This design comes from an exercise in tuning for small area and a short achievable clock period on the open sky130 flow, not from production work.
In this exercise RTL edits were held to simulation tests only and were not proved equivalent to the original.
Power figures rest on the tool's default switching activity, not on a simulated workload.

==> design.v <==
module trail_core (
    input  wire        clk,
    input  wire        rst,
    input  wire [7:0]  cfg_filt_n,
    input  wire [1:0]  cfg_decode,    
    input  wire        cfg_invert,
    input  wire [4:0]  cfg_pint,      
    input  wire [23:0] cfg_still,     
    input  wire        enc_a,
    input  wire        enc_b,
    input  wire        preset,        
    input  wire [55:0] preset_val,
    output wire [63:0] pos,
    output wire [31:0] spd,
    output wire [1:0]  spd_state,     
    output wire        speed_valid,
    output wire        dir,           
    output wire        illegal,       
    output wire [15:0] illegal_cnt
);
    localparam [1:0] ST_STILL    = 2'd0;
    localparam [1:0] ST_STARTING = 2'd1;
    localparam [1:0] ST_RUNNING  = 2'd2;
    localparam [1:0] ST_REVERSED = 2'd3;
    localparam [1:0] OP_HOLD  = 2'd0;
    localparam [1:0] OP_ZERO  = 2'd1;
    localparam [1:0] OP_MEAS  = 2'd2;
    localparam [1:0] OP_DECAY = 2'd3;
    localparam [23:0] DT_MAX = 24'hffffff;
    integer h, i, j;
    reg [7:0] nm1;        
    reg [1:0] dec;
    reg       inv;
    reg [4:0] pint;
    always @(posedge clk) begin
        nm1  <= (cfg_filt_n < 8'd2) ? 8'd1 : cfg_filt_n - 8'd1;
        dec  <= cfg_decode;
        inv  <= cfg_invert;
        pint <= (cfg_pint == 5'd0) ? 5'd1 : (cfg_pint > 5'd16) ? 5'd16 : cfg_pint;
    end
    wire [23:0] still_n = (cfg_still == 24'd0) ? 24'd1 : cfg_still;
    reg       fa, fb;
    reg [7:0] ca, cb;
    wire rdy_a = (ca >= nm1);
    wire rdy_b = (cb >= nm1);
    wire da = enc_a ^ fa;
    wire db = enc_b ^ fb;
    wire ea = da & rdy_a;
    wire eb = db & rdy_b;
    always @(posedge clk) begin
        if (rst) begin
            fa <= 1'b0;
            fb <= 1'b0;
            ca <= 8'd0;
            cb <= 8'd0;
        end else begin
            ca <= (da && !rdy_a) ? ca + 8'd1 : 8'd0;
            cb <= (db && !rdy_b) ? cb + 8'd1 : 8'd0;
            if (ea) fa <= enc_a;
            if (eb) fb <= enc_b;
        end
    end
    wire ok_a  = !dec[1] || !fa;          
    wire ok_b  = (dec == 2'd0);
    wire dir_a = (fa ^ fb) ^ inv;
    wire dir_b = !(fa ^ fb) ^ inv;
    wire is_ill = ea && eb;
    wire cev    = (ea && !eb && ok_a) || (eb && !ea && ok_b);
    wire ev_dir = ea ? dir_a : dir_b;
    reg  [23:0] dt;
    wire        dt_sat = (dt == DT_MAX);
    wire [23:0] dt_inc;
    trail_add #(.W(24)) u_dt (.a(dt), .b(24'd0), .ci(1'b1), .y(dt_inc));
    wire [23:0] s_next = dt_sat ? DT_MAX : dt_inc;
    wire        dt_rst = preset || cev;
    always @(posedge clk) begin
        if (rst)         dt <= 24'd0;
        else if (dt_rst) dt <= 24'd0;
        else             dt <= s_next;
    end
    reg [31:0] now;
    reg [31:0] hist [0:15];
    reg        hpend;
    wire [31:0] now_inc;
    trail_add #(.W(32)) u_now (.a(now), .b(32'd0), .ci(1'b1), .y(now_inc));
    reg [4:0]  nint;
    reg [1:0]  state;
    reg        sdir_ok, sdir;
    reg [23:0] last_int;
    reg [23:0] idle_rem;          
    wire [4:0] nint_next = (nint == 5'd16) ? 5'd16 : nint + 5'd1;
    wire [4:0] k         = (nint_next < pint) ? nint_next : pint;
    wire [3:0]  kidx     = k[3:0] - 4'd1;
    wire [3:0]  hidx     = kidx - {3'd0, hpend};
    wire [31:0] hsel     = (hpend && kidx == 4'd0) ? now : hist[hidx];
    wire [31:0] span;
    trail_add #(.W(32)) u_span (.a(now_inc), .b(~hsel), .ci(1'b1), .y(span));
    wire same    = (ev_dir == sdir);
    wire st_new  = (state == ST_STILL) || (state == ST_STARTING && !sdir_ok);
    wire e_meas  = !st_new && same;
    wire e_hold  = (state == ST_STARTING && !sdir_ok) || (state == ST_REVERSED && !same);
    wire timeout = (state != ST_STILL) && (idle_rem <= 24'd1);
    wire decay   = (s_next > last_int);
    wire [23:0] idle_dec;
    trail_add #(.W(24)) u_idle (.a(idle_rem), .b(~24'd0), .ci(1'b0), .y(idle_dec));
    reg [1:0] op;
    always @(*) begin
        if (is_ill)       op = OP_ZERO;
        else if (cev)     op = e_meas ? OP_MEAS : e_hold ? OP_HOLD : OP_ZERO;
        else if (timeout) op = OP_ZERO;
        else if (decay)   op = OP_DECAY;
        else              op = OP_HOLD;
    end
    always @(posedge clk) begin
        now <= now_inc;
        if (rst) hpend <= 1'b0;
        else     hpend <= cev;
        if (hpend) begin
            for (h = 15; h > 0; h = h - 1)
                hist[h] <= hist[h-1];
            hist[0] <= now;
        end
    end
    always @(posedge clk) begin
        if (rst) begin
            state <= ST_STILL;
        end else if (is_ill) begin
            state    <= ST_STARTING;
            sdir_ok  <= 1'b0;
            idle_rem <= still_n;
        end else if (cev) begin
            state    <= st_new ? ST_STARTING : same ? ST_RUNNING : ST_REVERSED;
            sdir_ok  <= 1'b1;
            sdir     <= ev_dir;
            nint     <= e_meas ? nint_next : 5'd0;
            last_int <= s_next;
            idle_rem <= still_n;
        end else begin
            if (idle_rem != 24'd0) idle_rem <= idle_dec;
            if (timeout) state <= ST_STILL;
        end
    end
    reg [1:0]  a_op;
    reg        a_sgn;
    reg [31:0] a_d;
    reg [3:0]  a_k;               
    always @(posedge clk) begin
        if (rst) a_op <= OP_HOLD;
        else     a_op <= op;
        a_sgn <= ev_dir;
        a_d   <= cev ? span : {8'd0, s_next};
        a_k   <= cev ? k[3:0] - 4'd1 : 4'd0;
    end
    wire [24:0] a_nh   = (a_k == 4'd0) ? 25'd1953125 :
                      (a_k == 4'd1) ? 25'd3906250 :
                      (a_k == 4'd2) ? 25'd5859375 :
                      (a_k == 4'd3) ? 25'd7812500 :
                      (a_k == 4'd4) ? 25'd9765625 :
                      (a_k == 4'd5) ? 25'd11718750 :
                      (a_k == 4'd6) ? 25'd13671875 :
                      (a_k == 4'd7) ? 25'd15625000 :
                      (a_k == 4'd8) ? 25'd17578125 :
                      (a_k == 4'd9) ? 25'd19531250 :
                      (a_k == 4'd10) ? 25'd21484375 :
                      (a_k == 4'd11) ? 25'd23437500 :
                      (a_k == 4'd12) ? 25'd25390625 :
                      (a_k == 4'd13) ? 25'd27343750 :
                      (a_k == 4'd14) ? 25'd29296875 :
                      25'd31250000;
    wire [5:0]  a_slim = (a_k == 4'd0) ? 6'd3 :
                      (a_k == 4'd1) ? 6'd7 :
                      (a_k == 4'd2) ? 6'd11 :
                      (a_k == 4'd3) ? 6'd14 :
                      (a_k == 4'd4) ? 6'd18 :
                      (a_k == 4'd5) ? 6'd22 :
                      (a_k == 4'd6) ? 6'd26 :
                      (a_k == 4'd7) ? 6'd29 :
                      (a_k == 4'd8) ? 6'd33 :
                      (a_k == 4'd9) ? 6'd37 :
                      (a_k == 4'd10) ? 6'd40 :
                      (a_k == 4'd11) ? 6'd44 :
                      (a_k == 4'd12) ? 6'd48 :
                      (a_k == 4'd13) ? 6'd52 :
                      (a_k == 4'd14) ? 6'd55 :
                      6'd59;
    wire a_sat = (a_d[31:6] == 26'd0) && (a_d[5:0] <= a_slim);
    wire [36:0] rr [0:31];        
    wire [30:0] qq;
    reg [1:0]  b_op;
    reg        b_sgn, b_sat;
    reg [31:0] b_d;
    reg [36:12] b_r;
    reg [30:17] b_q;
    reg [1:0]  c_op;
    reg        c_sgn, c_sat;
    reg [31:0] c_d;
    reg [36:7] c_r;
    reg [30:7] c_q;
    assign rr[31] = {a_nh, 12'd0};
    genvar gi;
    generate
        for (gi = 30; gi >= 0; gi = gi - 1) begin : row
            localparam integer W = (gi <= 4) ? 33 : 37 - gi;
            wire [36:0] rin = (gi == 16) ? {b_r, 12'd0} :
                              (gi == 6)  ? {c_r, 7'd0}  : rr[gi + 1];
            wire [31:0] dv  = (gi >= 17) ? a_d : (gi >= 7) ? b_d : c_d;
            wire [W-1:0] dw;
            wire         hz;
            if (W == 33) begin : wide
                assign dw = {1'b0, dv};
                assign hz = 1'b1;
            end else if (W == 32) begin : full
                assign dw = dv;
                assign hz = 1'b1;
            end else begin : narrow
                assign dw = dv[W-1:0];
                assign hz = ~|dv[31:W];
            end
            wire [W-1:0] y;
            wire         nb;
            trail_divrow #(.W(W)) u (.x(rin[gi +: W]), .d(dw), .nb(nb), .y(y));
            wire take = hz & nb;
            assign qq[gi] = take;
            if (gi + W < 37) begin : hi
                assign rr[gi][36:gi + W] = rin[36:gi + W];
            end
            assign rr[gi][gi + W - 1:gi] = take ? y : rin[gi + W - 1:gi];
            if (gi > 0) begin : lo
                assign rr[gi][gi - 1:0] = rin[gi - 1:0];
            end
        end
    endgenerate
    always @(posedge clk) begin
        if (rst) b_op <= OP_HOLD;
        else     b_op <= a_op;
        b_sgn <= a_sgn;
        b_sat <= a_sat;
        b_d   <= a_d;
        b_r   <= rr[17][36:12];
        b_q   <= qq[30:17];
    end
    always @(posedge clk) begin
        if (rst) c_op <= OP_HOLD;
        else     c_op <= b_op;
        c_sgn <= b_sgn;
        c_sat <= b_sat;
        c_d   <= b_d;
        c_r   <= rr[7][36:7];
        c_q   <= {b_q, qq[16:7]};
    end
    wire [1:0]  q_op  = c_op;
    wire        q_sgn = c_sgn;
    wire [30:0] q_q   = c_sat ? 31'h7fffffff : {c_q, qq[6:0]};
    reg        x_s;
    reg [30:0] x_m;
    reg        x_ch;              
    reg        xs_n;
    reg [30:0] xm_n;
    always @(*) begin
        xs_n = x_s;
        xm_n = x_m;
        case (q_op)
            OP_ZERO:  begin xs_n = 1'b0;  xm_n = 31'd0; end
            OP_MEAS:  begin xs_n = !q_sgn; xm_n = q_q;  end
            OP_DECAY: if (q_q < x_m) xm_n = q_q;
            default: ;
        endcase
    end
    reg [31:0] spd_r;
    wire [31:0] spd_neg;
    trail_add #(.W(32)) u_neg (.a(32'd0), .b({1'b1, ~x_m}), .ci(1'b1), .y(spd_neg));
    always @(posedge clk) begin
        if (rst) begin
            x_s   <= 1'b0;
            x_m   <= 31'd0;
            x_ch  <= 1'b0;
            spd_r <= 32'd0;
        end else begin
            x_s   <= xs_n;
            x_m   <= xm_n;
            x_ch  <= (xm_n != x_m);
            spd_r <= x_s ? spd_neg : {1'b0, x_m};
        end
    end
    reg [1:0] state_d [0:3];
    always @(posedge clk) begin
        if (rst) begin
            for (h = 0; h < 4; h = h + 1)
                state_d[h] <= ST_STILL;
        end else begin
            state_d[0] <= state;
            for (h = 1; h < 4; h = h + 1)
                state_d[h] <= state_d[h-1];
        end
    end
    reg [33:0] pacc;
    reg        psat;
    wire [30:0] a = x_m;
    reg [33:0] px, py;
    reg        psat_in;
    always @(*) begin
        psat_in = 1'b0;
        px = 34'd0;
        py = 34'd0;
        if (!x_ch) begin
            psat_in = psat;
            px = pacc;
            py = dt_sat ? 34'd0 : {3'd0, a};
        end else begin
            case (dt)
                24'd0: begin px = 34'd0;          py = {3'd0, a}; end
                24'd1: begin px = {2'd0, a, 1'b0}; py = 34'd0;     end
                24'd2: begin px = {2'd0, a, 1'b0}; py = {3'd0, a}; end
                24'd3: begin px = {1'd0, a, 2'b0}; py = 34'd0;     end
                default: psat_in = (a != 31'd0);
            endcase
        end
    end
    wire [33:0] psum = px + py;
    wire [29:0] pd = psum[33:4];
    wire        p255;
    trail_krow #(.W(30), .K(30'd498046875)) u_p255 (.x(pd), .nb(p255), .y());
    wire [29:0] pk [0:8];
    wire [7:0]  pq;
    assign pk[8] = pd;
    genvar gj;
    generate
        for (gj = 7; gj >= 0; gj = gj - 1) begin : prow
            wire [21:0] y;
            wire        nb;
            trail_krow #(.W(22), .K(22'd1953125)) u (.x(pk[gj+1][gj +: 22]), .nb(nb), .y(y));
            assign pq[gj] = nb;
            if (gj + 22 < 30) begin : hi
                assign pk[gj][29:gj + 22] = pk[gj+1][29:gj + 22];
            end
            assign pk[gj][gj + 21:gj] = nb ? y : pk[gj+1][gj + 21:gj];
            if (gj > 0) begin : lo
                assign pk[gj][gj - 1:0] = pk[gj+1][gj - 1:0];
            end
        end
    endgenerate
    wire       psat_n = psat_in || p255;
    wire [7:0] trav_n = psat_n ? 8'd255 : pq;
    always @(posedge clk) begin
        if (rst || dt_rst) begin
            pacc <= 34'd0;
            psat <= 1'b0;
        end else begin
            pacc <= psum;
            psat <= psat_n;
        end
    end
    reg [55:0] pos_hi;
    reg [7:0]  pos_lo;
    reg        pf;
    reg        pdir;
    wire       valid_n = !state_d[2][0];
    wire       tr_nz   = valid_n && (trav_n != 8'd0);
    wire       pf_n    = !pdir && tr_nz;
    wire [55:0] ph_inc, ph_dec;
    trail_add #(.W(56)) u_phi (.a(pos_hi), .b(56'd0),  .ci(1'b1), .y(ph_inc));
    trail_add #(.W(56)) u_phd (.a(pos_hi), .b(~56'd0), .ci(1'b0), .y(ph_dec));
    always @(posedge clk) begin
        if (rst) begin
            pos_hi <= 56'd0;
            pos_lo <= 8'd0;
            pf     <= 1'b0;
            pdir   <= 1'b1;
        end else if (preset) begin
            pos_hi <= preset_val;
            pos_lo <= 8'd0;
            pf     <= 1'b0;
        end else if (cev) begin
            pdir   <= ev_dir;
            pos_lo <= 8'd0;
            pf     <= 1'b0;
            if (pdir) pos_hi <= ev_dir ? ph_inc : pos_hi;
            else      pos_hi <= ev_dir ? (pf ? ph_inc : pos_hi) : (pf ? pos_hi : ph_dec);
        end else begin
            pf     <= pf_n;
            pos_lo <= !tr_nz ? 8'd0 : pdir ? trav_n : -trav_n;
            if (pf && !pf_n)      pos_hi <= ph_inc;
            else if (!pf && pf_n) pos_hi <= ph_dec;
        end
    end
    reg        ill_q;
    reg [15:0] ill_cnt;
    wire [15:0] ill_inc;
    trail_add #(.W(16)) u_ill (.a(ill_cnt), .b(16'd0), .ci(1'b1), .y(ill_inc));
    always @(posedge clk) begin
        if (rst) begin
            ill_q   <= 1'b0;
            ill_cnt <= 16'd0;
        end else begin
            ill_q <= is_ill;
            if (is_ill)
                ill_cnt <= ill_inc;
        end
    end
    assign pos         = {pos_hi, pos_lo};
    assign spd         = spd_r;
    assign spd_state   = state_d[3];
    assign speed_valid = !state_d[3][0];
    assign dir         = pdir;
    assign illegal     = ill_q;
    assign illegal_cnt = ill_cnt;
endmodule
module trail_divrow #(
    parameter integer W = 33
) (
    input  wire [W-1:0] x,
    input  wire [W-1:0] d,
    output wire         nb,
    output wire [W-1:0] y
);
    wire [W-1:0] g = ~x & d;
    wire [W-1:0] p = ~(x ^ d);
    wire [W:0]   b;
    assign b[0] = 1'b0;
    genvar j;
    generate
        for (j = 0; j < W; j = j + 2) begin : step
            assign b[j+1] = g[j] | (p[j] & b[j]);
            if (j + 1 < W) begin : pair
                assign b[j+2] = g[j+1] | (p[j+1] & g[j]) | (p[j+1] & p[j] & b[j]);
            end
        end
    endgenerate
    assign y  = x ^ d ^ b[W-1:0];
    assign nb = ~b[W];
endmodule
module trail_add #(
    parameter integer W = 32
) (
    input  wire [W-1:0] a,
    input  wire [W-1:0] b,
    input  wire         ci,
    output wire [W-1:0] y
);
    wire [W:0] c;
    assign c[0] = ci;
    genvar j;
    generate
        for (j = 0; j < W; j = j + 1) begin : bt
            assign y[j]   = a[j] ^ b[j] ^ c[j];
            assign c[j+1] = (a[j] & b[j]) | (c[j] & (a[j] ^ b[j]));
        end
    endgenerate
endmodule
module trail_krow #(
    parameter integer W = 22,
    parameter [W-1:0] K = 0
) (
    input  wire [W-1:0] x,
    output wire         nb,
    output wire [W-1:0] y
);
    wire [W:0] b;
    assign b[0] = 1'b0;
    genvar j;
    generate
        for (j = 0; j < W; j = j + 1) begin : bt
            if (K[j]) begin : one
                assign y[j]   = ~(x[j] ^ b[j]);
                assign b[j+1] = ~x[j] | b[j];
            end else begin : zero
                assign y[j]   = x[j] ^ b[j];
                assign b[j+1] = ~x[j] & b[j];
            end
        end
    endgenerate
    assign nb = ~b[W];
endmodule
==> run.sh <==
#!/bin/bash
# synth_recipe.tcl (not shown) runs the flow's synth.tcl, then flattens the netlist and writes it again
# the make line also repeats each setting of config.mk as NAME=value (left out here)
make -C /OpenROAD-flow-scripts/flow DESIGN_CONFIG=/design/flow/config.mk WORK_HOME=/design/flow/orfs CLKGATE_MAP_FILE= SYNTH_SCRIPT=/design/flow/synth_recipe.tcl finish
==> config.mk <==
export PLATFORM = sky130hd
export DESIGN_NAME = trail_core
export DESIGN_NICKNAME = trail_core
export VERILOG_FILES = /design/flow/design.v
export SDC_FILE = /design/flow/constraint.sdc
export NUM_CORES = 4
export LEC_CHECK = 0
export ABC_AREA = 1
export CAP_MARGIN = 20
export CORE_MARGIN = 2
export CORE_UTILIZATION = 70
export SLEW_MARGIN = 20
==> constraint.sdc <==
create_clock -name core_clock -period 220.0 [get_ports {clk}]
set_input_delay 44.0000 -clock core_clock [delete_from_list [all_inputs] [get_ports {clk}]]
set_output_delay 44.0000 -clock core_clock [all_outputs]
set_load 0.01 [all_outputs]
==> run_results.csv, run 1 <==
group,metric,value,unit
synth,synth-async-reset-ratio,0,%
drt,wire_per_inst,18.88,microns
critical_path,required,220.53,ns
synth,synthSimpleGateAreaFrac,17.31,%
timing,fin_crit_sh,21.72,%
synth,synth_edf_count,567,
global_routing,grt_pass1_vias,65130,
synth,synth_seq_cells,1055,
critical_path,path_class,"primary input to flip-flop",
placement,dp_hpwl,151700,microns
finish,fin_nets,10860,
timing,finalHoldViolations,0,
synth,ys_seq_area_share,33.23,%
critical_path,critical_path.top_delay_family,"buffers and inverters",
timing,slew_viol_final,0,
clock_network,cts.sinks,1055,
global_routing,grt_usage,34.74,%
synth,synth_xor_area_share,3.758,%
status,outcome,"no timing/DRC/antenna violations",
clock_network,clk_pin_slew,0.06,ns
floorplanning,die_h,343.4,microns
timing,grt_setup_unrepaired,"no",
drt,vias,65870,
critical_path,crit_arrival,48.30,ns
finish,drive_gt1_share,4.807,%
synth,synth_cells,9196,
timing,fmax,20.93,MHz
critical_path,critPathMaxFanout,67,
critical_path,start_kind,"primary input",
synth,synth.distinct_cells,79,
synth,synth_top_family_by_area,"adder cells",
finish,area_growth,8.600,%
drt,wirelength,206000,microns
clock_network,cts_buffers,106,
timing,tns,0,ns
timing,setup_viol,0,
global_routing,grt_pass1_wl,330500,microns
floorplanning,io_pins,218,
power,design_power_total,0.7648,mW
clock_network,cts_buffer_depth,3,
synth,synthMuxAreaShare,0.9309,%
drt,firstDrtPassIters,8,
drt,ant_nets,0,
global_routing,grt_max_degree,203,
synth,synth_top_area_share,21.11,%
timing,min_period,47.78,ns
floorplanning,num_rows,124,
global_routing,antenna_found_initial,16,
min_path,hold_class,"flip-flop to flip-flop",
clock_network,clock_latency,0.76,ns
clock_network,postCtsSetupBuffers,0,
placement,pre_cts_slack,171.27,ns
floorplanning,initial_core_util,70.53,%
floorplanning,die-area,117900,sq um
critical_path,cp_slowest_stage_delay,0.53,ns
synth,synth-compound-area-share,12.32,%
synth,syn-cell-area,80640,sq um
timing,whs,0.3238,ns
job,cap_violations,0,
synth,syn_avg_cell_area,8.770,sq um
floorplanning,die_w,343.4,microns
power,p_per_area,8.732,nW/um^2
synth,ys.warnings.count,5,
drt,drc,0,
global_routing,grt-ovfl-total,0,
critical_path,crit_path_end_kind,"flip-flop",
synth,yosys-top-cells-area,"edfxtp_1 (21%), ha_1 (17%), dfxtp_1 (12%)",
drt,drt-initial-drc-count,5127,
critical_path,slowest_stage,"buf_4",
finish,layout_commonest_cell,"nand2_1",
timing,worst_pin_slew,1.146,ns
clock_network,cts_root_buf,"clkbuf_16",
timing,relSlewSlack,23.59,%
placement,portBuffers,217,
synth,synth_top_area_cell,"edfxtp_1",
timing,finalWorstSetupSlack,172.22,ns
drt,vias_per_cell,6.038,
critical_path,worstPathCellList,"clkdlybuf4s50_1 -> xor2_1 -> nand2_1 -> or4_1 -> nand2_1 -> inv_2 -> nor2_4 -> buf_4 -> nand2_1 -> o21ai_0 -> inv_2 -> buf_4 -> o21ai_0 -> a31oi_1",
clock_network,cts_resized,0,
power,p_leak,41.49,nW
synth,synth_flop_cell,"edfxtp_1",
synth,synth_nets,10760,
clock_network,cts_htree_levels,3,
timing,skew,0.08537,ns
critical_path,worst-path-buf-inv,5,
synth,yosys.area_share.adder,26.01,%
power,irDropWorstVdd,0.008646,mV
clock_network,cts_hold_buf,0,
clock_network,cts_tree,"done",
floorplanning,core-area,114300,sq um
critical_path,timing.critical_path.mode_cell,"nand2_1",
placement,place_congestion,0.9339,
finish,mostFrequentLayoutCells,"nand2_1 (2206), ha_1 (1109), inv_1 (871)",
## synthesized netlist by cell type, types with 17 or more instances
cell,count
nor2_1,429
nand2_2,44
clkbuf_8,30
nor3_1,57
o21ai_0,604
nand3_2,28
a221oi_1,82
mux2i_1,75
xnor2_1,207
xor2_1,139
nand2_1,2207
clkbuf_1,245
a41oi_1,17
o211ai_1,58
buf_1,19
a21o_1,44
a21oi_1,450
clkinv_1,38
a22o_1,55
o221ai_1,32
dfxtp_1,488
a211oi_1,32
o21ai_1,19
edfxtp_1,567
nand4_1,75
nand3_1,409
a31oi_1,149
a22oi_1,53
ha_1,1110
fa_1,354
inv_1,873
nor4_1,26
## state kept, by name, summed over array words and instances (netlist names), 32 cells and up
name / cells
now: 32
spd_r: 32
a_d: 32
b_d: 32
pos_hi: 56
c_d: 32
pacc: 34
hist: 512
## routing by layer
| metal | vias up | routed length (microns) | global-route usage, % |
|---|---|---|---|
| met5 | - | 27 | 0 |
| met4 | 4 | 11280 | 18.03 |
| li1 | 31640 | - | - |
| met3 | 676 | 13250 | 4.520 |
| met1 | 31290 | 81660 | 42.85 |
| met2 | 2263 | 99800 | 59.74 |
## area by class of cell
type,count,area (sq um)
diodes,15,37.54
clock buffers,151,3054
clock inverters,50,551.8
fillers,8208,26760
inverters,929,3495
multi-input cells,6883,48810
flip-flops and latches,1055,26810
well taps,1512,1892
repair buffers,315,2939
## per-stage QoR
step	util, %	cell area, sq um	std cells
after detailed placement	73.37	83890	10690
final	76.59	87580	10910
after global placement	73.37	83890	10690
after CTS	76.52	87500	10890
after global routing	76.59	87570	10910
after floorplan	-	80640	9196
## logic make-up after synthesis
family,after synthesis
muxes,75
adders and majority gates,1464
buffers and inverters,1258
DFF,1055
and+or+nand+nor,3342
AOI/OAI and AO/OA,1656
xor gates and xnor gates,346
## final timing paths
path | depth (start not counted) | slack (ns) | startpoint | endpoint
setup / recovery | 14 | 172.22 | enc_b | pos_hi[48]
hold / removal | 0 | 0.32 | b_q[28] | c_q[28]
setup reg to reg | 279 | 178.33 | dt[23] | pos_hi[48]
hold reg to reg | 0 | 0.32 | b_q[28] | c_q[28]
## where the power goes
part / internal [mW] / switching (mW) / leakage [nW]
Combinational: 0.140 / 0.221 / 30.7
Clock: 0.104 / 0.0810 / 1.77
Sequential: 0.214 / 0.00502 / 8.99
==> inputs of run 2 (changes only) <==
--- a/config.mk
+++ b/config.mk
@@ -11,2 +11,5 @@
 export CORE_UTILIZATION = 70
+export CTS_CLUSTER_DIAMETER = 120
+export CTS_CLUSTER_SIZE = 25
+export GPL_TIMING_DRIVEN = 0
 export SLEW_MARGIN = 20
==> run_results.csv, run 2 <==
group,metric,value,unit
finish,area_growth,7.396,%
clock_network,cts_buffers,49,
timing,worst_pin_slew,1.313,ns
synth,synth_cells,9196,
drt,drt-initial-drc-count,6763,
synth,synth.distinct_cells,79,
synth,syn-cell-area,80640,sq um
floorplanning,die-area,117900,sq um
global_routing,grt_pass1_wl,356600,microns
placement,place_congestion,0.9762,
min_path,hold_depth,0,
finish,seq_area,26820,sq um
timing,tns,0,ns
global_routing,grtUsageMet3,6.294,%
drt,wirelength,227600,microns
critical_path,regToRegSetupSlack,179.38,ns
floorplanning,initial_core_util,70.53,%
finish,nFillCells,8327,
finish,largest_register_ffs,512,
placement,dp_hpwl,177200,microns
timing,min_period,47.03,ns
synth,yosys-top-cells-area,"edfxtp_1 (21%), ha_1 (17%), dfxtp_1 (12%)",
critical_path,crit_path_end_kind,"flip-flop",
global_routing,gr-usage-met2,63.63,%
job,cap_violations,0,
drt,ant_nets,0,
finish,multiInputGateArea,48670,sq um
clock_network,postCtsSetupBuffers,0,
synth,synth_edf_count,567,
critical_path,crit_arrival,47.66,ns
clock_network,cts_buffer_depth,3,
power,p_per_area,8.045,nW/um^2
finish,fin_nets,11040,
timing,relSlewSlack,12.46,%
drt,vias_per_cell,6.194,
synth,synth.most_common_cell,"nand2_1",
drt,vias,68380,
global_routing,grt_pass1_vias,67450,
timing,slew_viol_final,0,
clock_network,cts_resized,0,
critical_path,critPathMaxFanout,10,
floorplanning,num_rows,124,
timing,fin_crit_sh,21.38,%
timing,finalHoldViolations,0,
synth,syn_avg_cell_area,8.770,sq um
floorplanning,core-area,114300,sq um
critical_path,required,220.62,ns
global_routing,grt_usage,38.21,%
finish,top_register,"hist",
critical_path,r2r.worst_path.cells,277,
synth,synth_nets,10760,
drt,wire_per_inst,20.62,microns
placement,portBuffers,216,
synth,synth_top_area_cell,"edfxtp_1",
timing,fmax,21.26,MHz
synth,ys.warnings.count,5,
finish,fin_util,75.74,%
clock_network,cts_root_buf,"clkbuf_16",
timing,setup_viol,0,
finish,mostFrequentLayoutCells,"nand2_1 (2207), ha_1 (1110), inv_1 (873)",
min_path,hold_class,"flip-flop to flip-flop",
clock_network,clk_pin_slew,0.11,ns
critical_path,path_class,"primary input to flip-flop",
power,irDropWorstVdd,0.007633,mV
timing,skew,0.05787,ns
clock_network,cts.sinks,1055,
floorplanning,io_pins,218,
global_routing,top_usage_layer,"met2",
drt,drc,0,
clock_network,clock_latency,0.72,ns
clock_network,cts_htree_levels,2,
global_routing,grt_max_degree,65,
synth,ys_seq_area_share,33.23,%
timing,grt_setup_unrepaired,"no",
synth,synth_flop_cell,"edfxtp_1",
global_routing,antenna_found_initial,15,
clock_network,cts_hold_buf,0,
power,p_leak,40.77,nW
finish,drive_gt1_share,3.091,%
global_routing,met1_usage,47.59,%
synth,synth_common_cells,"nand2_1 (2207), ha_1 (1110), inv_1 (873), o21ai_0 (604), edfxtp_1 (567)",
floorplanning,die_h,343.4,microns
finish,layout_commonest_cell,"nand2_1",
floorplanning,die_w,343.4,microns
synth,synth_top_area_share,21.11,%
critical_path,start_kind,"primary input",
status,outcome,"no timing/DRC/antenna violations",
drt,firstDrtPassIters,8,
finish,top_regs,"hist: 512 flops, pos_hi: 56 flops, pacc: 34 flops",
synth,synth-async-reset-ratio,0,%
clock_network,cts_tree,"done",
global_routing,grt-ovfl-total,0,
synth,synth_seq_cells,1055,
==> run 2: cell types whose count changed in the layout (fill, tap and decap cells not counted), sizes merged <==
cell,change
buf,-32
bufinv,-5
clkbuf,+202
clkdlybuf4s50,+1
clkinv,-34
clkinvlp,-4
dlygate4sd3,+1
==> run 2: cell type report <==
type                       instances  share of cell area [%]
clock buffer                      78                   1.541
sequential                      1055                   30.96
tap                             1512                   2.184
antenna                           15                 0.04334
buffer                           329                   1.971
inverter                         929                   4.035
timing repair buffer             231                   2.912
multi-input combinational       6883                   56.20
clock inverter                     7                  0.1502
==> run 2: per-layer routing <==
layer	share of wire, %	up-vias
met1	38	32380
met5	0	-
li1	-	31990
met3	8.5	749
met4	6.1	0
met2	47	3265
==> run 2: path summary, 6_finish.rpt <==
path,startpoint,endpoint
min,b_sat,c_sat
max reg2reg,dt[1],pos_hi[4]
max,enc_a,pos_hi[50]
min reg2reg,b_sat,c_sat
==> run 2: per-stage QoR <==
stage / cell area [sq um] / hold WS (ns) / setup WS (ns) / power [mW] / std cells
3_3_place_gp: 84700 / 0.3099 / 171.61 / 0.5625 / 10920
3_5_place_dp: 85100 / 0.3121 / 172.33 / 0.5854 / 10940
2_1_floorplan: 80640 / 0.3096 / 173.13 / 0.5008 / 9196
5_1_grt: 86600 / 0.3396 / 172.68 / 0.7528 / 11040
6_report: 86610 / 0.3355 / 172.97 / 0.6967 / 11040
4_1_cts: 86570 / 0.3372 / 173.04 / 0.6922 / 11020
==> run 2: cell families after synthesis <==
| family | share of synthesized area [%] |
|---|---|
| adders and majority gates | 26.01 |
| DFF | 33.23 |
| AOI/OAI and AO/OA | 12.32 |
| buffers and inverters | 6.448 |
| muxes | 0.9309 |
| and+or+nand+nor | 17.31 |
| xor gates and xnor gates | 3.758 |
==> run 2: report_power, final <==
| part | switching, mW | total (mW) | internal [mW] |
|---|---|---|---|
| Clock | 0.0658 | 0.109 | 0.0433 |
| Sequential | 0.00538 | 0.219 | 0.214 |
| Combinational | 0.227 | 0.369 | 0.141 |
==> run 2: worst max-delay path, cell delays in order <==
cell	delay, ns
clkdlybuf4s50_1	0.50
xor2_1	0.19
nand2_1	0.11
inv_1	0.09
nand2_1	0.06
nand2_1	0.05
inv_1	0.05
or2_2	0.27
nand2_1	0.17
inv_1	0.17
nor2_1	0.71
clkbuf_1	0.48
clkbuf_1	0.45
o211ai_1	0.16
a31oi_1	0.21
==> inputs of run 3 (changes only) <==
--- a/config.mk
+++ b/config.mk
@@ -13,3 +13,2 @@
 export CTS_CLUSTER_SIZE = 25
-export GPL_TIMING_DRIVEN = 0
 export SLEW_MARGIN = 20
==> run_results.csv, run 3 <==
group,metric,value,unit
finish,multiInputGateArea,48810,sq um
status,outcome,"no timing/DRC/antenna violations",
clock_network,cts_resized,0,
floorplanning,io_pins,218,
synth,synth_flop_cell,"edfxtp_1",
job,cap_violations,0,
finish,top_regs,"hist: 512 flops, pos_hi: 56 flops, pacc: 34 flops",
timing,skew,0.06510,ns
timing,whs,0.3351,ns
synth,yosys-top-cells-area,"edfxtp_1 (21%), ha_1 (17%), dfxtp_1 (12%)",
critical_path,crit_arrival,48.27,ns
min_path,hold_class,"flip-flop to flip-flop",
critical_path,slowest_stage,"buf_4",
drt,wirelength,202200,microns
clock_network,clock_latency,0.72,ns
synth,synth_cells,9196,
finish,fin_nets,10800,
global_routing,grt_pass1_vias,63990,
global_routing,grt_usage,34.08,%
finish,layout_commonest_cell,"nand2_1",
drt,vias,65200,
critical_path,regToRegSetupSlack,178.41,ns
timing,grt_setup_unrepaired,"no",
timing,slew_viol_final,0,
timing,tns,0,ns
synth,synth_common_cells,"nand2_1 (2207), ha_1 (1110), inv_1 (873), o21ai_0 (604), edfxtp_1 (567)",
clock_network,cts_buffer_depth,3,
timing,relSlewSlack,24.62,%
global_routing,grt_max_degree,203,
synth,ys_seq_area_share,33.23,%
timing,worst_pin_slew,1.131,ns
synth,syn_avg_cell_area,8.770,sq um
timing,finalHoldViolations,0,
global_routing,grt-ovfl-total,0,
floorplanning,num_rows,124,
timing,min_period,47.72,ns
floorplanning,die-area,117900,sq um
floorplanning,die_w,343.4,microns
clock_network,cts_hold_buf,0,
synth,synth_top_area_cell,"edfxtp_1",
drt,firstDrtPassIters,8,
critical_path,required,220.55,ns
timing,fmax,20.96,MHz
critical_path,start_kind,"primary input",
floorplanning,core-area,114300,sq um
placement,place_congestion,0.9339,
finish,fin_util,74.72,%
finish,area_growth,5.945,%
drt,wire_per_inst,18.73,microns
finish,seq_area,26810,sq um
timing,setup_viol,0,
synth,synth_seq_cells,1055,
power,p_leak,40.42,nW
synth,synth_top_area_share,21.11,%
drt,vias_per_cell,6.040,
finish,top_register,"hist",
timing,fin_crit_sh,21.69,%
drt,drt-initial-drc-count,5042,
synth,synth_edf_count,567,
synth,synth.most_common_cell,"nand2_1",
synth,synth.distinct_cells,79,
drt,drc,0,
critical_path,critical_path.top_delay_family,"buffers and inverters",
critical_path,critPathMaxFanout,67,
critical_path,crit_path_end_kind,"flip-flop",
power,design_power_total,0.6872,mW
global_routing,antenna_found_initial,15,
finish,nFillCells,8569,
clock_network,cts.sinks,1055,
global_routing,grt_pass1_wl,324900,microns
clock_network,cts_root_buf,"clkbuf_16",
clock_network,clk_pin_slew,0.11,ns
finish,mostFrequentLayoutCells,"nand2_1 (2206), ha_1 (1109), inv_1 (871)",
clock_network,cts_tree,"done",
critical_path,cp_slowest_stage_delay,0.55,ns
synth,ys.warnings.count,5,
synth,syn-cell-area,80640,sq um
clock_network,postCtsSetupBuffers,0,
floorplanning,die_h,343.4,microns
finish,drive_gt1_share,3.593,%
placement,dp_hpwl,151700,microns
floorplanning,initial_core_util,70.53,%
finish,largest_register_ffs,512,
synth,synth-async-reset-ratio,0,%
critical_path,timing.critical_path.mode_cell,"nand2_1",
power,p_per_area,8.043,nW/um^2
critical_path,worstPathCellList,"clkdlybuf4s50_1 -> xor2_1 -> nand2_1 -> inv_1 -> or4_1 -> nand2_1 -> inv_2 -> nor2_4 -> buf_4 -> nand2_1 -> o21ai_0 -> inv_2 -> buf_4 -> o21ai_0 -> a31oi_1",
synth,synth_nets,10760,
critical_path,worst-path-buf-inv,6,
clock_network,cts_htree_levels,2,
drt,ant_nets,0,
power,irDropWorstVdd,0.006998,mV
placement,portBuffers,217,
critical_path,path_class,"primary input to flip-flop",
clock_network,cts_buffers,49,
==> run 3: metrics by stage <==
stage / instances / worst slack, ns / cell area (sq um)
final: 10790 / 172.28 / 85440
after global routing: 10790 / 171.93 / 85430
after CTS: 10780 / 172.00 / 85380
after detailed placement: 10690 / 171.27 / 83890
after global placement: 10690 / 171.33 / 83890
after floorplan: 9196 / 173.13 / 80640
==> run 3: final timing paths <==
| path | end | start | cells after the start |
|---|---|---|---|
| min | c_sgn | b_sgn | 0 |
| max | pos_hi[4] | enc_a | 15 |
| min reg2reg | c_sgn | b_sgn | 0 |
| max reg2reg | pos_hi[4] | dt[23] | 279 |
==> run 3: cells by family (layout without fill, tap and decap cells) <==
logic type,count (synthesis),count (layout),share of synthesized area (%)
XOR/XNOR,346,346,3.758
AO/OA/AOI/OAI,1656,1656,12.32
adder cells (fa/ha/maj),1464,1464,26.01
buffers and inverters,1258,1329,6.448
flip-flops,1055,1055,33.23
other,0,14,0
multiplexers,75,75,0.9309
AND/OR/NAND/NOR,3342,3342,17.31
==> run 3: layout make-up <==
class | instances | share of cell area (%)
diodes | 14 | 0.04100
clock buffers | 78 | 1.563
clock inverters | 8 | 0.1757
inverters | 929 | 4.090
multi-input cells | 6883 | 57.13
flip-flops and latches | 1055 | 31.37
well taps | 1512 | 2.214
repair buffers | 314 | 3.417
==> run 3: report_power, final <==
group          internal [mW]  leakage, nW  switching, mW
registers              0.214         8.99        0.00493
clock network         0.0438        0.710         0.0641
logic                  0.140         30.7          0.220
total                  0.398         40.4          0.289
==> run 3: metal layers <==
layer / share of wire, % / GRT usage, % / up-vias / wire, microns
met2: 48 / 58.95 / 2184 / 97840
met4: 5.4 / 16.92 / 0 / 10960
met5: 0 / 0 / - / 0
li1: - / - / 31460 / -
met3: 6.1 / 3.702 / 581 / 12290
met1: 40 / 42.55 / 30970 / 81110
==> inputs of run 4 (changes only) <==
--- a/config.mk
+++ b/config.mk
@@ -10,3 +10,3 @@
 export CORE_MARGIN = 2
-export CORE_UTILIZATION = 70
+export CORE_UTILIZATION = 75
 export CTS_CLUSTER_DIAMETER = 120
==> run_results.csv, run 4 <==
group,metric,value,unit
timing,grt_setup_unrepaired,"no",
synth,syn-cell-area,80640,sq um
floorplanning,initial_core_util,75.44,%
clock_network,cts_buffers,50,
critical_path,path_class,"primary input to flip-flop",
drt,firstDrtPassIters,6,
status,outcome,"no timing/DRC/antenna violations",
clock_network,cts_buffer_depth,3,
floorplanning,die_w,331.9,microns
finish,design_area,85390,sq um
critical_path,critical_path.top_delay_family,"buffers and inverters",
timing,min_period,48.38,ns
critical_path,slowest_stage,"clkinv_2",
power,p_seq_share,31.5,%
finish,area_growth,5.879,%
timing,slew_viol_final,0,
timing,relSlewSlack,25.23,%
placement,place_congestion,0.9473,
synth,synth_common_cells,"nand2_1 (2207), ha_1 (1110), inv_1 (873), o21ai_0 (604), edfxtp_1 (567)",
global_routing,antenna_found_initial,18,
clock_network,cts_htree_levels,2,
timing,tns,0,ns
synth,synth_flop_cell,"edfxtp_1",
placement,placed_area,83790,sq um
global_routing,grt-ovfl-total,0,
clock_network,cts_root_buf,"clkbuf_16",
power,p_comb_share,52.4,%
synth,synth_nets,10760,
synth,syn_avg_cell_area,8.770,sq um
finish,nFillCells,7304,
global_routing,grt_usage,36.75,%
drt,drc,0,
clock_network,clk_pin_slew,0.11,ns
finish,top_regs,"hist: 512 flops, pos_hi: 56 flops, pacc: 34 flops",
critical_path,crit_arrival,48.91,ns
clock_network,postCtsSetupBuffers,0,
job,cap_violations,0,
critical_path,critPathMaxFanout,82,
finish,layout_commonest_cell,"nand2_1",
critical_path,start_kind,"primary input",
critical_path,crit_path_end_kind,"flip-flop",
floorplanning,io_pins,218,
drt,drt-initial-drc-count,5529,
synth,synth_top_area_share,21.11,%
clock_network,cts_resized,0,
critical_path,timing.critical_path.mode_cell,"nand2_1",
drt,ant_nets,0,
finish,mostFrequentLayoutCells,"nand2_1 (2206), ha_1 (1109), inv_1 (872)",
power,pwr-share-clk,16.1,%
critical_path,cp_slowest_stage_delay,0.82,ns
power,p_int,0.3999,mW
synth,synth_top_area_cell,"edfxtp_1",
timing,skew,0.08695,ns
synth,synth-async-reset-ratio,0,%
power,p_per_area,8.136,nW/um^2
synth,synth.most_common_cell,"nand2_1",
timing,worst_pin_slew,1.122,ns
critical_path,required,220.53,ns
timing,setup_viol,0,
floorplanning,die-area,110200,sq um
finish,fin_nets,10800,
synth,synth_cells,9196,
synth,ys_seq_area_share,33.23,%
global_routing,grt_pass1_wl,332500,microns
global_routing,grt_pass1_vias,66710,
synth,synth.distinct_cells,79,
min_path,hold_class,"flip-flop to flip-flop",
clock_network,clock_latency,0.73,ns
synth,synth_edf_count,567,
clock_network,cts_hold_buf,0,
synth,synth_seq_cells,1055,
synth,yosys-top-cells-area,"edfxtp_1 (21%), ha_1 (17%), dfxtp_1 (12%)",
finish,drive_gt1_share,3.698,%
drt,wire_per_inst,19.13,microns
critical_path,regToRegSetupSlack,178.79,ns
clock_network,cts.sinks,1055,
finish,top_register,"hist",
placement,portBuffers,217,
timing,whs,0.3371,ns
placement,dp_hpwl,153000,microns
power,p_leak,40.48,nW
power,netSwitchingFraction,42.43,%
finish,largest_register_ffs,512,
floorplanning,die_h,331.9,microns
floorplanning,num_rows,120,
synth,ys.warnings.count,5,
power,irDropWorstVdd,0.007863,mV
drt,vias_per_cell,6.213,
timing,finalHoldViolations,0,
critical_path,worst-path-buf-inv,5,
global_routing,grt_max_degree,208,
clock_network,cts_tree,"done",
critical_path,worstPathCellList,"clkdlybuf4s50_1 -> xor2_1 -> nand2_1 -> or4_1 -> nand2_1 -> clkinv_2 -> nor2_4 -> buf_4 -> nand2_1 -> o21ai_0 -> inv_2 -> buf_4 -> o21ai_0 -> a31oi_1",
timing,fin_crit_sh,21.99,%
power,switching_power,0.2947,mW
timing,fmax,20.67,MHz
drt,wirelength,204600,microns
floorplanning,core-area,106900,sq um
drt,vias,66450,
[run 4: cell counts after synthesis]
No cell type changed its count.
[run 4: worst reg2reg max path, delay by kind of cell, from the launching register on]
kind            cells  cell delay (ns)
buf+inv            91             6.39
xor+xnor            5             1.48
flops               1             0.35
simple gates       29             5.84
fa+ha+maj         142            24.71
compound gates     12             2.29
[run 4: cell families (layout without fill, tap and decap cells)]
kind of cell / count (synthesis) / count (layout) / synth area share, %
buffers and inverters: 1258 / 1338 / 6.448
XOR/XNOR: 346 / 346 / 3.758
AO/OA/AOI/OAI: 1656 / 1656 / 12.32
other: 0 / 16 / 0
adder cells (fa/ha/maj): 1464 / 1464 / 26.01
flip-flops: 1055 / 1055 / 33.23
multiplexers: 75 / 75 / 0.9309
AND/OR/NAND/NOR: 3342 / 3342 / 17.31
[run 4: final cells by class]
type / instances / area, sq um / share of cell area (%)
clock buffer: 80 / 1395 / 1.634
multi-input combinational: 6883 / 48790 / 57.14
clock inverter: 10 / 161.4 / 0.1890
tap: 1403 / 1755 / 2.056
sequential: 1055 / 26810 / 31.40
antenna: 16 / 40.04 / 0.04689
timing repair buffer: 319 / 2940 / 3.444
inverter: 929 / 3496 / 4.094
[run 4: power groups by stage]
stage / logic (mW) / registers [mW] / clock network, mW
final: 0.364 / 0.219 / 0.112
after global routing: 0.415 / 0.220 / 0.118
after global placement: 0.336 / 0.223 / 0
after CTS: 0.362 / 0.219 / 0.112
after floorplan: 0.278 / 0.222 / 0
after detailed placement: 0.360 / 0.224 / 0
[run 4: routing by layer]
| metal | share of wire (%) | global-route usage [%] | wire length [microns] | vias to the layer above |
|---|---|---|---|---|
| met3 | 6.7 | 4.554 | 13780 | 749 |
| li1 | - | - | - | 31470 |
| met4 | 6.1 | 20.83 | 12440 | 0 |
| met1 | 38 | 43.89 | 77790 | 31650 |
| met5 | 0 | 0 | 0 | - |
| met2 | 49 | 64.30 | 100600 | 2581 |
[run 4: path summary, 6_finish.rpt]
check / from / end / depth (start not counted)
setup reg to reg: dt[19] / pos_hi[25] / 279
setup / recovery: enc_b / pos_hi[38] / 14
hold / removal: b_q[20] / c_q[20] / 0
hold reg to reg: b_q[20] / c_q[20] / 0
[run 4: per-stage QoR]
stage	power, mW	worst slack [ns]	util [%]	std cells
2_1_floorplan	0.5008	173.13	-	9196
4_1_cts	0.6929	172.01	79.83	10680
3_5_place_dp	0.5841	171.31	78.38	10590
5_1_grt	0.7529	171.17	79.87	10700
3_3_place_gp	0.5594	171.45	78.38	10590
6_report	0.6947	171.62	79.87	10700
==> inputs of run 5 (changes only) <==
--- a/design.v
+++ b/design.v
@@ -66,5 +66,9 @@
     wire dir_b = !(fa ^ fb) ^ inv;
-    wire is_ill = ea && eb;
-    wire cev    = (ea && !eb && ok_a) || (eb && !ea && ok_b);
-    wire ev_dir = ea ? dir_a : dir_b;
+    wire k_a    = rdy_a && ok_a;
+    wire k_b    = rdy_b && ok_b;
+    wire k_ab   = (rdy_a && !rdy_b && ok_a) || (rdy_b && !rdy_a && ok_b);
+    wire d_ab   = rdy_a ? dir_a : dir_b;
+    wire is_ill = da && db && rdy_a && rdy_b;
+    wire cev    = da ? (db ? k_ab : k_a) : (db && k_b);
+    wire ev_dir = da ? d_ab : dir_b;
     reg  [23:0] dt;
--- a/config.mk
+++ b/config.mk
@@ -10,3 +10,3 @@
 export CORE_MARGIN = 2
-export CORE_UTILIZATION = 75
+export CORE_UTILIZATION = 70
 export CTS_CLUSTER_DIAMETER = 120
==> run_results.csv, run 5 <==
group,metric,value,unit
status,outcome,"no timing/DRC/antenna violations",
floorplanning,initial_core_util,70.43,%
timing,worst_pin_slew,1.072,ns
finish,layout_commonest_cell,"nand2_1",
critical_path,cp_slowest_stage_delay,0.76,ns
critical_path,timing.rr.end,"b_r[32]",
clock_network,cts_buffers,48,
critical_path,crit_path_start,"enc_a",
critical_path,timing.critical_path.mode_cell,"nand2_1",
critical_path,endpoint,"pos_hi[55]",
clock_network,clk_pin_slew,0.11,ns
global_routing,grt_pass1_vias,64060,
drt,wire_per_inst,18.73,microns
timing,grt_setup_unrepaired,"no",
global_routing,grt_usage,34.08,%
clock_network,cts_resized,0,
finish,largest_register_ffs,512,
floorplanning,io_pins,218,
clock_network,cts.sinks,1055,
drt,firstDrtPassIters,7,
critical_path,r2r.worst_path.cells,218,
global_routing,grt_pass1_wl,326100,microns
synth,synth.distinct_cells,77,
global_routing,antenna_found_initial,3,
power,p_per_area,8.116,nW/um^2
clock_network,cts_root_buf,"clkbuf_16",
critical_path,start_kind,"primary input",
critical_path,crit_arrival,48.57,ns
critical_path,timing.rr.start,"a_k[2]",
synth,synth_common_cells,"nand2_1 (2207), ha_1 (1110), inv_1 (853), edfxtp_1 (567), o21ai_0 (561)",
global_routing,grt_max_degree,110,
min_path,hold_class,"flip-flop to flip-flop",
synth,syn-cell-area,80420,sq um
drt,ant_nets,0,
synth,syn_avg_cell_area,8.773,sq um
timing,tns,0,ns
finish,mostFrequentLayoutCells,"nand2_1 (2205), ha_1 (1109), inv_1 (852)",
finish,top_regs,"hist: 512 flops, pos_hi: 56 flops, pacc: 34 flops",
timing,finalHoldViolations,0,
power,p_leak,40.27,nW
placement,place_congestion,0.9375,
clock_network,postCtsSetupBuffers,0,
timing,fin_crit_sh,21.82,%
drt,drt-initial-drc-count,5220,
clock_network,cts_tree,"done",
finish,drive_gt1_share,3.421,%
global_routing,grt-ovfl-total,0,
timing,skew,0.03389,ns
synth,synthSimpleGateAreaFrac,17.31,%
critical_path,regToRegSetupSlack,179.29,ns
synth,synth_top_family_by_area,"adder cells",
floorplanning,die_h,343.0,microns
synth,synth_seq_cells,1055,
timing,relSlewSlack,28.56,%
drt,vias_per_cell,6.043,
critical_path,worstPathCellList,"clkdlybuf4s50_1 -> xor2_1 -> nand2_1 -> inv_1 -> or4_1 -> nand2_1 -> inv_2 -> nor2_4 -> buf_4 -> nand2_1 -> o21ai_4 -> buf_4 -> inv_1 -> o21ai_0 -> a41oi_1",
critical_path,slowest_stage,"buf_4",
critical_path,crit_path_end_kind,"flip-flop",
synth,synth-compound-area-share,12.47,%
power,design_power_total,0.6921,mW
finish,top_register,"hist",
clock_network,cts_buffer_depth,3,
timing,fmax,20.83,MHz
synth,synth.most_common_cell,"nand2_1",
floorplanning,num_rows,124,
drt,drc,0,
timing,slew_viol_final,0,
synth,synthMuxAreaShare,0.8464,%
job,cap_violations,0,
synth,synth_top_area_cell,"edfxtp_1",
synth,synth_cells,9167,
finish,design_area,85280,sq um
timing,setup_viol,0,
critical_path,critPathMaxFanout,78,
critical_path,path_class,"primary input to flip-flop",
critical_path,required,220.57,ns
drt,wirelength,201400,microns
power,irDropWorstVdd,0.007348,mV
floorplanning,die-area,117600,sq um
floorplanning,core-area,114200,sq um
timing,min_period,48.00,ns
placement,dp_hpwl,151200,microns
floorplanning,die_w,343.0,microns
synth,yosys-top-cells-area,"edfxtp_1 (21%), ha_1 (17%), dfxtp_1 (12%)",
finish,fin_nets,10770,
synth,synth_top_area_share,21.17,%
synth,synth-async-reset-ratio,0,%
synth,ys.warnings.count,5,
synth,synth_edf_count,567,
synth,synth_flop_cell,"edfxtp_1",
clock_network,cts_hold_buf,0,
drt,vias,64970,
synth,synth_xor_area_share,3.746,%
synth,synth_nets,10730,
clock_network,cts_htree_levels,2,
synth,ys_seq_area_share,33.32,%
placement,placed_area,83840,sq um
finish,area_growth,6.043,%
clock_network,clock_latency,0.71,ns
synth,yosys.area_share.adder,26.08,%
placement,portBuffers,217,
-- run 5: cell count changes after synthesis, sizes merged, moves of 8 or more --
cell,previous run,this run
a211oi,33,83
nor2,434,473
a21oi,454,463
a22oi,53,1
nand3,440,432
inv,891,868
o21ai,630,597
a31oi,150,98
nand4,75,56
a221oi,82,152
-- run 5: power breakdown --
group | internal, mW | switching [mW]
clock | 0.0426 | 0.0637
combinational | 0.143 | 0.224
sequential | 0.214 | 0.00489
total | 0.400 | 0.292
-- run 5: cell type report --
cell class	instances	area, sq um
diodes	2	5.005
clock buffers	76	1306
clock inverters	6	112.6
fillers	8589	28910
inverters	904	3411
multi-input cells	6877	48800
flip-flops and latches	1055	26800
well taps	1512	1892
repair buffers	320	2950
-- run 5: stage by stage --
| step | hold WS (ns) | utilization [%] | setup WS, ns | std cells |
|---|---|---|---|---|
| 4_1_cts | 0.3207 | 74.66 | 172.06 | 10750 |
| 3_3_place_gp | 0.3102 | 73.41 | 171.38 | 10670 |
| 2_1_floorplan | 0.3096 | - | 172.99 | 9167 |
| 5_1_grt | 0.3388 | 74.68 | 171.64 | 10750 |
| 6_report | 0.3153 | 74.68 | 172.00 | 10750 |
| 3_5_place_dp | 0.3135 | 73.42 | 171.33 | 10670 |
-- run 5: metal layers --
layer	vias up	share of wire (%)	GRT usage, %
li1	31410	-	-
met1	30930	40	43.03
met3	523	5.6	3.053
met2	2105	49	59.62
met4	2	4.9	15.22
met5	-	0.0035	0
-- run 5: kinds of logic (layout without fill, tap and decap cells) --
family | after synthesis | after routing
compound gates | 1642 | 1642
buf+inv | 1235 | 1306
fa+ha+maj | 1464 | 1464
mux | 68 | 68
flops | 1055 | 1055
other cells | 0 | 2
xor+xnor | 344 | 344
simple gates | 3359 | 3359
-- run 5: how the worst min path moves through the flow --
stage | startpoint | to | slack [ns] | cells after the start
floorplan | a_sgn | b_sgn | 0.31 | 0
global placement | b_sat | c_sat | 0.31 | 0
detailed placement | b_q[26] | c_q[26] | 0.31 | 0
CTS | b_sgn | c_sgn | 0.32 | 0
global route | b_q[27] | c_q[27] | 0.34 | 0
finish | b_sgn | c_sgn | 0.32 | 0
-- run 5: worst max-delay path, delay by kind of cell --
| family | cells | cell delay (ns) |
|---|---|---|
| buffers and inverters | 6 | 2.50 |
| xor gates and xnor gates | 1 | 0.19 |
| and+or+nand+nor | 5 | 1.15 |
| AOI/OAI and AO/OA | 3 | 0.63 |
==> inputs of run 6 (changes only) <==
--- a/design.v
+++ b/design.v
@@ -66,9 +66,5 @@
     wire dir_b = !(fa ^ fb) ^ inv;
-    wire k_a    = rdy_a && ok_a;
-    wire k_b    = rdy_b && ok_b;
-    wire k_ab   = (rdy_a && !rdy_b && ok_a) || (rdy_b && !rdy_a && ok_b);
-    wire d_ab   = rdy_a ? dir_a : dir_b;
-    wire is_ill = da && db && rdy_a && rdy_b;
-    wire cev    = da ? (db ? k_ab : k_a) : (db && k_b);
-    wire ev_dir = da ? d_ab : dir_b;
+    wire is_ill = ea && eb;
+    wire cev    = (ea && !eb && ok_a) || (eb && !ea && ok_b);
+    wire ev_dir = ea ? dir_a : dir_b;
     reg  [23:0] dt;
@@ -366,5 +362,13 @@
     trail_add #(.W(56)) u_phd (.a(pos_hi), .b(~56'd0), .ci(1'b0), .y(ph_dec));
+    wire up_ok   = pdir || pf;
+    wire ph_up   = cev ? (ev_dir && up_ok)   : (pf && !pf_n);
+    wire ph_dn   = cev ? (!ev_dir && !up_ok) : (!pf && pf_n);
+    always @(posedge clk) begin
+        if (rst)         pos_hi <= 56'd0;
+        else if (preset) pos_hi <= preset_val;
+        else if (ph_up)  pos_hi <= ph_inc;
+        else if (ph_dn)  pos_hi <= ph_dec;
+    end
     always @(posedge clk) begin
         if (rst) begin
-            pos_hi <= 56'd0;
             pos_lo <= 8'd0;
@@ -373,3 +377,2 @@
         end else if (preset) begin
-            pos_hi <= preset_val;
             pos_lo <= 8'd0;
@@ -380,4 +383,2 @@
             pf     <= 1'b0;
-            if (pdir) pos_hi <= ev_dir ? ph_inc : pos_hi;
-            else      pos_hi <= ev_dir ? (pf ? ph_inc : pos_hi) : (pf ? pos_hi : ph_dec);
         end else begin
@@ -385,4 +386,2 @@
             pos_lo <= !tr_nz ? 8'd0 : pdir ? trav_n : -trav_n;
-            if (pf && !pf_n)      pos_hi <= ph_inc;
-            else if (!pf && pf_n) pos_hi <= ph_dec;
         end
==> run_results.csv, run 6 <==
group,metric,value,unit
synth,synth_edf_count,567,
min_path,min-delay-start,"b_q[27]",
synth,synth-async-reset-ratio,0,%
critical_path,regToRegSetupSlack,179.80,ns
critical_path,timing.rr.end,"b_r[21]",
clock_network,cts_buffers,50,
synth,synth_common_cells,"nand2_1 (2071), ha_1 (1107), inv_1 (856), edfxtp_1 (567), a21oi_1 (515)",
floorplanning,io_pins,218,
placement,portBuffers,217,
critical_path,required,220.57,ns
critical_path,start_kind,"primary input",
job,cap_violations,0,
timing,tns,0,ns
floorplanning,core-area,114200,sq um
timing,grt_setup_unrepaired,"no",
synth,synth.distinct_cells,82,
critical_path,cp_slowest_stage_delay,0.72,ns
synth,ys_seq_area_share,33.31,%
timing,whs,0.2907,ns
power,p_per_area,8.288,nW/um^2
global_routing,antenna_found_initial,6,
status,outcome,"no timing/DRC/antenna violations",
finish,top_regs,"hist: 512 flops, pos_hi: 56 flops, pacc: 34 flops",
clock_network,cts_tree,"done",
finish,layout_commonest_cell,"nand2_1",
critical_path,crit_path_end_kind,"flip-flop",
finish,mostFrequentLayoutCells,"nand2_1 (2070), ha_1 (1106), inv_1 (855)",
clock_network,cts_root_buf,"clkbuf_16",
timing,slew_viol_final,0,
finish,drive_gt1_share,5.042,%
critical_path,worstPathCellList,"clkdlybuf4s50_1 -> xor2_1 -> nand2_1 -> or4_1 -> nand2_1 -> inv_2 -> buf_4 -> nor2_1 -> a211oi_1 -> nor2_1 -> nand2_4 -> inv_4 -> buf_4 -> a21oi_1 -> a221oi_1",
clock_network,clock_latency,0.73,ns
floorplanning,die_h,343.0,microns
global_routing,grt-ovfl-total,0,
timing,skew,0.08424,ns
timing,relSlewSlack,27.98,%
synth,synth.most_common_cell,"nand2_1",
global_routing,grt_pass1_vias,62210,
global_routing,grt_pass1_wl,314300,microns
floorplanning,die-area,117600,sq um
synth,ys.warnings.count,5,
timing,fin_crit_sh,21.80,%
finish,area_growth,5.935,%
timing,fmax,20.85,MHz
clock_network,cts_htree_levels,2,
timing,finalHoldViolations,0,
drt,wire_per_inst,18.43,microns
clock_network,clk_pin_slew,0.11,ns
synth,synth_top_area_share,21.17,%
synth,yosys-top-cells-area,"edfxtp_1 (21%), ha_1 (17%), dfxtp_1 (12%)",
drt,wirelength,195100,microns
synth,synth_nets,10540,
placement,place_congestion,0.9096,
synth,syn_avg_cell_area,8.963,sq um
drt,vias,63480,
global_routing,grt_max_degree,104,
synth,synth_cells,8975,
finish,top_register,"hist",
synth,synth_flop_cell,"edfxtp_1",
clock_network,cts_hold_buf,0,
critical_path,crit_arrival,48.53,ns
floorplanning,initial_core_util,70.45,%
power,irDropWorstVdd,0.007171,mV
drt,drc,0,
clock_network,postCtsSetupBuffers,0,
drt,ant_nets,0,
power,p_leak,40.48,nW
timing,min_period,47.96,ns
timing,setup_viol,0,
synth,synth_seq_cells,1055,
min_path,hold_class,"flip-flop to flip-flop",
critical_path,timing.rr.start,"a_k[2]",
min_path,min_to,"c_q[27]",
clock_network,cts_buffer_depth,3,
finish,nFillCells,8541,
critical_path,slowest_stage,"buf_4",
critical_path,critPathMaxFanout,68,
floorplanning,die_w,343.0,microns
drt,drt-initial-drc-count,4628,
min_path,hold_depth,0,
clock_network,cts.sinks,1055,
critical_path,path_class,"primary input to flip-flop",
finish,largest_register_ffs,512,
drt,vias_per_cell,5.997,
floorplanning,num_rows,124,
synth,synth_top_area_cell,"edfxtp_1",
drt,firstDrtPassIters,8,
placement,dp_hpwl,148000,microns
global_routing,grt_usage,32.74,%
finish,fin_nets,10590,
clock_network,cts_resized,0,
timing,worst_pin_slew,1.080,ns
synth,syn-cell-area,80440,sq um
critical_path,r2r.worst_path.cells,219,
run 6: final cells by class:
| class | instances | area [sq um] | area share (%) |
|---|---|---|---|
| clock inverters | 9 | 166.4 | 0.1953 |
| well taps | 1512 | 1892 | 2.220 |
| multi-input cells | 6705 | 48660 | 57.10 |
| inverters | 900 | 3391 | 3.979 |
| clock buffers | 80 | 1374 | 1.612 |
| diodes | 11 | 27.53 | 0.03230 |
| repair buffers | 314 | 2904 | 3.408 |
| flip-flops and latches | 1055 | 26800 | 31.45 |
run 6: critical path: cells and delay by family:
kind                   cells  cell delay [ns]
AO/OA/AOI/OAI              3             0.44
XOR/XNOR                   1             0.18
buffers and inverters      5             2.07
AND/OR/NAND/NOR            6             1.78
run 6: layer usage:
layer  track usage (%)  part of all wire (%)  routed length (microns)
met2             56.77                    49                    95490
met1             42.44                    41                    79910
met3             3.380                   6.4                    12480
met4             12.23                   3.7                     7169
met5                 0                     0                        0
run 6: cells by family (layout without fill, tap and decap cells):
logic type | count (synthesis) | count (layout) | share of synthesized area [%]
multiplexers | 73 | 73 | 0.9084
AO/OA/AOI/OAI | 1589 | 1589 | 12.28
adder cells (fa/ha/maj) | 1461 | 1461 | 26.03
AND/OR/NAND/NOR | 3237 | 3237 | 17.33
other | 0 | 11 | 0
buffers and inverters | 1215 | 1303 | 6.388
XOR/XNOR | 345 | 345 | 3.756
flip-flops | 1055 | 1055 | 33.31
run 6: worst max path at each step:
stage	start	end	slack, ns
final	enc_b	pos_hi[49]	172.04
after global placement	enc_b	pos_hi[47]	171.53
after floorplan	enc_a	last_int[0]	172.89
after CTS	enc_b	pos_hi[49]	172.10
after global routing	enc_b	pos_hi[52]	171.60
after detailed placement	enc_b	pos_hi[49]	171.45
run 6: stage by stage:
stage | cell area [sq um] | power [mW] | util (%) | worst slack [ns] | cells
6_report | 85220 | 0.7063 | 74.63 | 172.04 | 10590
5_1_grt | 85200 | 0.7699 | 74.62 | 171.60 | 10580
4_1_cts | 85160 | 0.7078 | 74.58 | 172.10 | 10570
3_5_place_dp | 83620 | 0.5991 | 73.23 | 171.45 | 10490
3_3_place_gp | 83620 | 0.5760 | 73.23 | 171.53 | 10490
2_1_floorplan | 80440 | 0.5169 | - | 172.89 | 8975
run 6: where the power goes:
group	internal (mW)	leakage (nW)	switching, mW
Combinational	0.148	30.7	0.230
Sequential	0.214	9.08	0.00452
Clock	0.0446	0.729	0.0653
==> inputs of run 7 (changes only) <==
--- a/design.v
+++ b/design.v
@@ -114,3 +114,4 @@
     always @(posedge clk) begin
-        now <= now_inc;
+        if (rst) now <= 32'd0;
+        else     now <= now_inc;
         if (rst) hpend <= 1'b0;
@@ -125,3 +126,8 @@
         if (rst) begin
-            state <= ST_STILL;
+            state    <= ST_STILL;
+            sdir_ok  <= 1'b0;
+            sdir     <= 1'b0;
+            nint     <= 5'd0;
+            last_int <= 24'd0;
+            idle_rem <= still_n;
         end else if (is_ill) begin
==> run_results.csv, run 7 <==
group,metric,value,unit
timing,grt_setup_unrepaired,"no",
finish,mostFrequentLayoutCells,"nand2_1 (2144), ha_1 (1107), inv_1 (882)",
power,p_seq_share,25.8,%
finish,seq_area,26490,sq um
clock_network,cts_root_buf,"clkbuf_16",
floorplanning,core-area,112800,sq um
synth,yosys-top-cells-area,"edfxtp_1 (20%), ha_1 (17%), dfxtp_1 (13%)",
global_routing,grt_pass1_vias,63610,
finish,largest_register_ffs,512,
critical_path,required,220.65,ns
finish,multiInputGateArea,48360,sq um
clock_network,cts_tree,"done",
finish,nFillCells,8329,
finish,stdcell_count,10710,
placement,dp_cells,10620,
timing,tns,0,ns
floorplanning,die_w,341.9,microns
min_path,hold_class,"flip-flop to flip-flop",
global_routing,grt-ovfl-total,0,
floorplanning,die-area,116900,sq um
critical_path,crit_path_end_kind,"flip-flop",
timing,min_period,48.63,ns
synth,synth_cells,9128,
synth,synth_flop_cell,"edfxtp_1",
global_routing,grt_max_degree,204,
synth,synth.most_common_cell,"nand2_1",
finish,drive_gt1_share,3.737,%
floorplanning,num_rows,123,
synth,synth_seq_cells,1055,
synth,synth_top_area_share,20.14,%
synth,synth-async-reset-ratio,0,%
critical_path,crit_arrival,49.28,ns
timing,setup_viol,0,
placement,portBuffers,217,
synth,synth_nets,10690,
placement,place_congestion,0.9316,
power,p_comb_share,61.2,%
drt,drt-initial-drc-count,5103,
critical_path,crit_path_start,"enc_b",
timing,relSlewSlack,25.76,%
timing,skew,0.05045,ns
synth,syn_avg_cell_area,8.755,sq um
finish,top_register,"hist",
critical_path,regToRegSetupSlack,177.90,ns
clock_network,cts_resized,0,
finish,fin_nets,10730,
power,pwr-share-clk,13.0,%
clock_network,cts.sinks,1055,
timing,slew_viol_final,0,
critical_path,timing.rr.start,"a_k[2]",
critical_path,critPathMaxFanout,61,
clock_network,clock_latency,0.72,ns
critical_path,start_kind,"primary input",
clock_network,cts_hold_buf,0,
clock_network,cts_buffers,50,
job,cap_violations,0,
power,p_leak,39.92,nW
synth,syn-cell-area,79910,sq um
synth,ys_seq_area_share,33.14,%
finish,top_regs,"hist: 512 flops, pos_hi: 56 flops, pacc: 34 flops",
critical_path,path_class,"primary input to flip-flop",
floorplanning,die_h,341.9,microns
critical_path,timing.rr.end,"b_r[24]",
clock_network,clk_pin_slew,0.12,ns
power,p_int,0.4660,mW
drt,wire_per_inst,18.57,microns
drt,ant_nets,0,
drt,vias_per_cell,6.000,
synth,synth_edf_count,536,
critical_path,endpoint,"pos_hi[29]",
floorplanning,io_pins,218,
power,netSwitchingFraction,45.54,%
drt,vias,64270,
placement,dp_hpwl,150500,microns
drt,drc,0,
drt,wirelength,198900,microns
power,p_per_area,10.11,nW/um^2
timing,worst_pin_slew,1.111,ns
clock_network,postCtsSetupBuffers,0,
clock_network,cts_buffer_depth,3,
synth,ys.warnings.count,5,
status,outcome,"no timing/DRC/antenna violations",
timing,whs,0.3084,ns
critical_path,r2r.worst_path.cells,216,
synth,synth.distinct_cells,82,
clock_network,cts_htree_levels,2,
power,switching_power,0.3897,mW
power,irDropWorstVdd,0.01635,mV
timing,fin_crit_sh,22.10,%
timing,fmax,20.56,MHz
global_routing,grt_pass1_wl,321800,microns
synth,synth_common_cells,"nand2_1 (2145), ha_1 (1107), inv_1 (885), o21ai_0 (580), edfxtp_1 (536)",
synth,synth_top_area_cell,"edfxtp_1",
finish,layout_commonest_cell,"nand2_1",
floorplanning,initial_core_util,70.84,%
drt,firstDrtPassIters,7,
timing,finalHoldViolations,0,
finish,fin_util,75.05,%
global_routing,antenna_found_initial,7,
finish,area_growth,5.937,%
global_routing,grt_usage,33.80,%
## run 7: cell types whose count changed in the layout (fill, tap and decap cells not counted), sizes merged, moves of 22 or more
cell    change
edfxtp     -31
nor2       +63
o22ai      +28
nand2      +33
inv        +22
a221oi     -57
dfxtp      +31
o21ai      +82
## run 7: layout make-up
class	count	share of cell area, %
inverter	930	4.131
clock inverter	9	0.2306
antenna	7	0.02069
tap	1500	2.217
multi-input combinational	6826	57.12
sequential	1055	31.30
clock buffer	78	1.614
timing repair buffer	307	3.370
## run 7: worst min-delay path by stage
stage | cells after the start | end | slack, ns | from
3_3_place_gp | 0 | c_sat | 0.31 | b_sat
6_report | 0 | c_q[23] | 0.31 | b_q[23]
3_5_place_dp | 0 | c_q[23] | 0.31 | b_q[23]
2_1_floorplan | 0 | b_sgn | 0.31 | a_sgn
5_1_grt | 0 | c_q[23] | 0.34 | b_q[23]
4_1_cts | 0 | c_q[23] | 0.32 | b_q[23]
## run 7: power by group through the flow
stage,clock (mW),sequential [mW],combinational (mW)
3_3_place_gp,0,0.225,0.493
5_1_grt,0.118,0.222,0.607
3_5_place_dp,0,0.225,0.523
6_report,0.111,0.221,0.524
4_1_cts,0.112,0.221,0.526
2_1_floorplan,0,0.225,0.413
## run 7: worst max-delay path, cell delays in order
cell and delay [ns]:
clkdlybuf4s50_1 0.49, xor2_1 0.19, nand2_1 0.14, or4_1 0.52, nand2_2 0.60, inv_1 0.58, nor2_1 0.33, nand2_1 0.10
nand2_2 0.24, inv_2 0.09, nand2_4 0.42, clkinv_2 0.88, nor2_1 0.35, o21ai_1 0.10, a21oi_1 0.14
## run 7: metrics by stage
| step | power [mW] | setup WS, ns | area, sq um |
|---|---|---|---|
| finish | 0.8558 | 171.37 | 84660 |
| global route | 0.9477 | 170.92 | 84650 |
| CTS | 0.8586 | 171.79 | 84640 |
| detailed placement | 0.7477 | 171.05 | 83080 |
| global placement | 0.7181 | 171.18 | 83080 |
| floorplan | 0.6377 | 173.86 | 79910 |
## run 7: kinds of logic after synthesis
kind of cell | Yosys count | share of synthesized area, %
buffers and inverters | 1247 | 6.484
XOR/XNOR | 344 | 3.789
flip-flops | 1055 | 33.14
adder cells (fa/ha/maj) | 1461 | 26.20
AND/OR/NAND/NOR | 3323 | 17.42
AO/OA/AOI/OAI | 1636 | 12.19
multiplexers | 62 | 0.7766
## run 7: layer usage
metal	global-route usage, %	share of wire [%]
met1	41.81	40
met2	59.75	50
met3	3.373	5.5
met4	15.28	4.8
met5	0	0
